Source: an optimization exercise on an open RTL-to-GDS flow (aim: small area, a short achievable clock period and few clock cycles per item). Production flows keep margins and buffers that such runs may drop.
Where RTL was checked, it was by simulation tests only, not by an equivalence proof against the original.
Power figures rest on the tool's default switching activity, not on a simulated workload.

Design winnow_dec, start of the top module:
module winnow_dec (
    input  wire        clk,
    input  wire        rst,
    input  wire        in_valid,
    output wire        in_ready,
    input  wire [7:0]  in_data,
    input  wire [6:0]  in_n,
    output wire        out_valid,
    input  wire        out_ready,
    output wire [31:0] out_data,
    output wire        out_last
);
Settings: LEC_CHECK=0, CAP_MARGIN=20, CORE_MARGIN=2, CORE_UTILIZATION=40, SLEW_MARGIN=20; clock period 10.0 ns.
standard.sh (not shown) runs the stock make flow with config.mk's settings and CLKGATE_MAP_FILE= SYNTH_SCRIPT=/design/flow/synth_recipe.tcl, a recipe that flattens the netlist after the stock synthesis.
==> flow/flow/run.sh <==
#!/bin/bash
set -euo pipefail
sed 's/CLKGATE_MAP_FILE= /CLKGATE_MAP_FILE= SETUP_SLACK_MARGIN=6.0 /' standard.sh > standard_margin.sh
bash standard_margin.sh > make_flow.log 2>&1
The starting point finished with timing, DRC and antenna clean.
Rerun with:
==> flow/run.sh (new file) <==
#!/bin/bash
# synth_recipe.tcl (not shown) runs the flow's synth.tcl, then flattens the netlist and writes it again
# the make line also repeats each setting of config.mk as NAME=value (left out here)
make -C /OpenROAD-flow-scripts/flow DESIGN_CONFIG=/design/flow/config.mk WORK_HOME=/design/flow/orfs CLKGATE_MAP_FILE= SYNTH_SCRIPT=/design/flow/synth_recipe.tcl finish
Settings changed: SETUP_SLACK_MARGIN set to 5.
removed: flow/flow/run.sh
removed: flow/standard.sh
=>
- setup slack degrades by 0.74 ns
- clock skew grows by 0.012 ns
- global-route usage shrinks by 0.45 points
- wire length decreases by about 4.4%
- first-iteration DRC count goes down by about 1.6%
No functional check of the RTL was part of any run of this note.

---

Another version of the RTL of winnow_dec (not shown whole).
Size: about 760 flip-flops, roughly 54 I/O pins, ~35000 µm² of cells after synthesis.
## winnow_dec
module winnow_dec (
    input  wire        clk,
    input  wire        rst,
    input  wire        in_valid,
    output wire        in_ready,
    input  wire [7:0]  in_data,
    input  wire [6:0]  in_n,
    output wire        out_valid,
    input  wire        out_ready,
    output wire [31:0] out_data,
    output wire        out_last
);
==> flow/config.mk <==
export PLATFORM = sky130hd
export DESIGN_NAME = winnow_dec
export DESIGN_NICKNAME = winnow_dec
export VERILOG_FILES = /design/flow/design.v
export SDC_FILE = /design/flow/constraint.sdc
export NUM_CORES = 4
export LEC_CHECK = 0
export CAP_MARGIN = 20
export CORE_MARGIN = 2
export CORE_UTILIZATION = 40
export CTS_CLUSTER_DIAMETER = 90
export CTS_CLUSTER_SIZE = 27
export SLEW_MARGIN = 20
export TNS_END_PERCENT = 5
==> flow/constraint.sdc <==
create_clock -name core_clock -period 10.0 [get_ports {clk}]
set_input_delay 2.0000 -clock core_clock [delete_from_list [all_inputs] [get_ports {clk}]]
set_output_delay 2.0000 -clock core_clock [all_outputs]
set_load 0.01 [all_outputs]
==> flow/flow/run.sh <==
#!/bin/bash
set -euo pipefail
sed "s/CLKGATE_MAP_FILE= /CLKGATE_MAP_FILE= SETUP_SLACK_MARGIN=6.3 'BUFFER_PORTS_ARGS=-buffer_cell sky130_fd_sc_hd__buf_2' /" standard.sh > standard_margin.sh
bash standard_margin.sh > make_flow.log 2>&1
The starting point went through all stages and came out clean.
Testbench counts at the start, summed over its fixed seeds: cycles 35,752, blocks 320.
Change:
--- a/flow/config.mk
+++ b/flow/config.mk
@@ -10,5 +10,5 @@
 export CORE_UTILIZATION = 40
-export CTS_CLUSTER_DIAMETER = 90
-export CTS_CLUSTER_SIZE = 27
+export CTS_CLUSTER_DIAMETER = 80
+export CTS_CLUSTER_SIZE = 24
 export SLEW_MARGIN = 20
-export TNS_END_PERCENT = 5
+export TNS_END_PERCENT = 0
=> Worst setup slack is better by 0.078 ns. Fmax is higher by about 2%. Utilization came out higher by 0.16 points. Synthesized cell count is unchanged. Worst hold slack is worse by 0.014 ns. Die area is unchanged. Wire length goes down by about 0.36%.

---

Another version of the RTL of winnow_dec (not shown whole).
Size in the first run: roughly 3300 cells after synthesis, ~760 flip-flops, roughly 34000 µm² of cells after synthesis.
clock: 10.0 ns
lec_check: 0
cap_margin: 20
core_margin: 2
core_utilization: 40
cts_cluster_diameter: 80
cts_cluster_size: 24
slew_margin: 20
tns_end_percent: 5
Scripts as last shown in full above: flow/flow/run.sh
Testbench counts at the start, summed over its fixed seeds: cycles 35,752, blocks 320.
==> next run, changes <==
==> flow/flow/run.sh (replaced) <==
#!/bin/bash
set -euo pipefail
sed "s/CLKGATE_MAP_FILE= /CLKGATE_MAP_FILE= SETUP_SLACK_MARGIN=6.5 'BUFFER_PORTS_ARGS=-buffer_cell sky130_fd_sc_hd__buf_2' /" standard.sh > standard_margin.sh
bash standard_margin.sh > make_flow.log 2>&1
What happened: Register-to-register slack is better by 0.14 ns. Routed wire length went up by about 3%. Count of clock-buffer cells in the layout went down by 3. Die area does not change. Core utilization went up by 1.1 points. Non-clock buffer count went up by 61. Clock skew went down by 0.0078 ns. Critical path depth went down by 7. Maximum frequency went up by about 1.3%. Total power went up by about 2.3%.

[port drivers added, routing unchanged]
In the flow no input, the clock included, has a driving cell. The finished layouts below were timed again as built, in two steps.
Step 1: set_driving_cell puts a clkbuf_16 on clk and a buf_2 on each other input, an assumption about the parent block.
Step 2 also shifts input and output timing later by t, the mid clock arrival at the registers, as if the neighbouring blocks saw the same clock.
Three values: no drivers, after step 1, after step 2; two values: the first two.
run | t, ns | setup slack, ns | latest minus earliest clock arrival (ns)
the first run of note 1 | 0.677 | 5.838 / 5.838 / 5.415 | 0.021 / 0.022
the second run of note 1 | 0.689 | 5.098 / 5.098 / 5.098 | 0.030 / 0.031
the first run of note 2 | 0.670 | 6.174 / 6.174 / 5.668 | 0.057 / 0.058
the second run of note 2 | 0.678 | 6.252 / 6.253 / 5.577 | 0.051 / 0.051
the first run of note 3 | 0.671 | 6.162 / 6.162 / 5.532 | 0.064 / 0.064
the second run of note 3 | 0.673 | 6.210 / 6.233 / 5.560 | 0.056 / 0.056
After both steps every run listed still meets setup and hold. For the second run of note 2, which loses most, drivers alone change the setup slack by +0.001 ns; drivers and shift together by -0.675 ns.
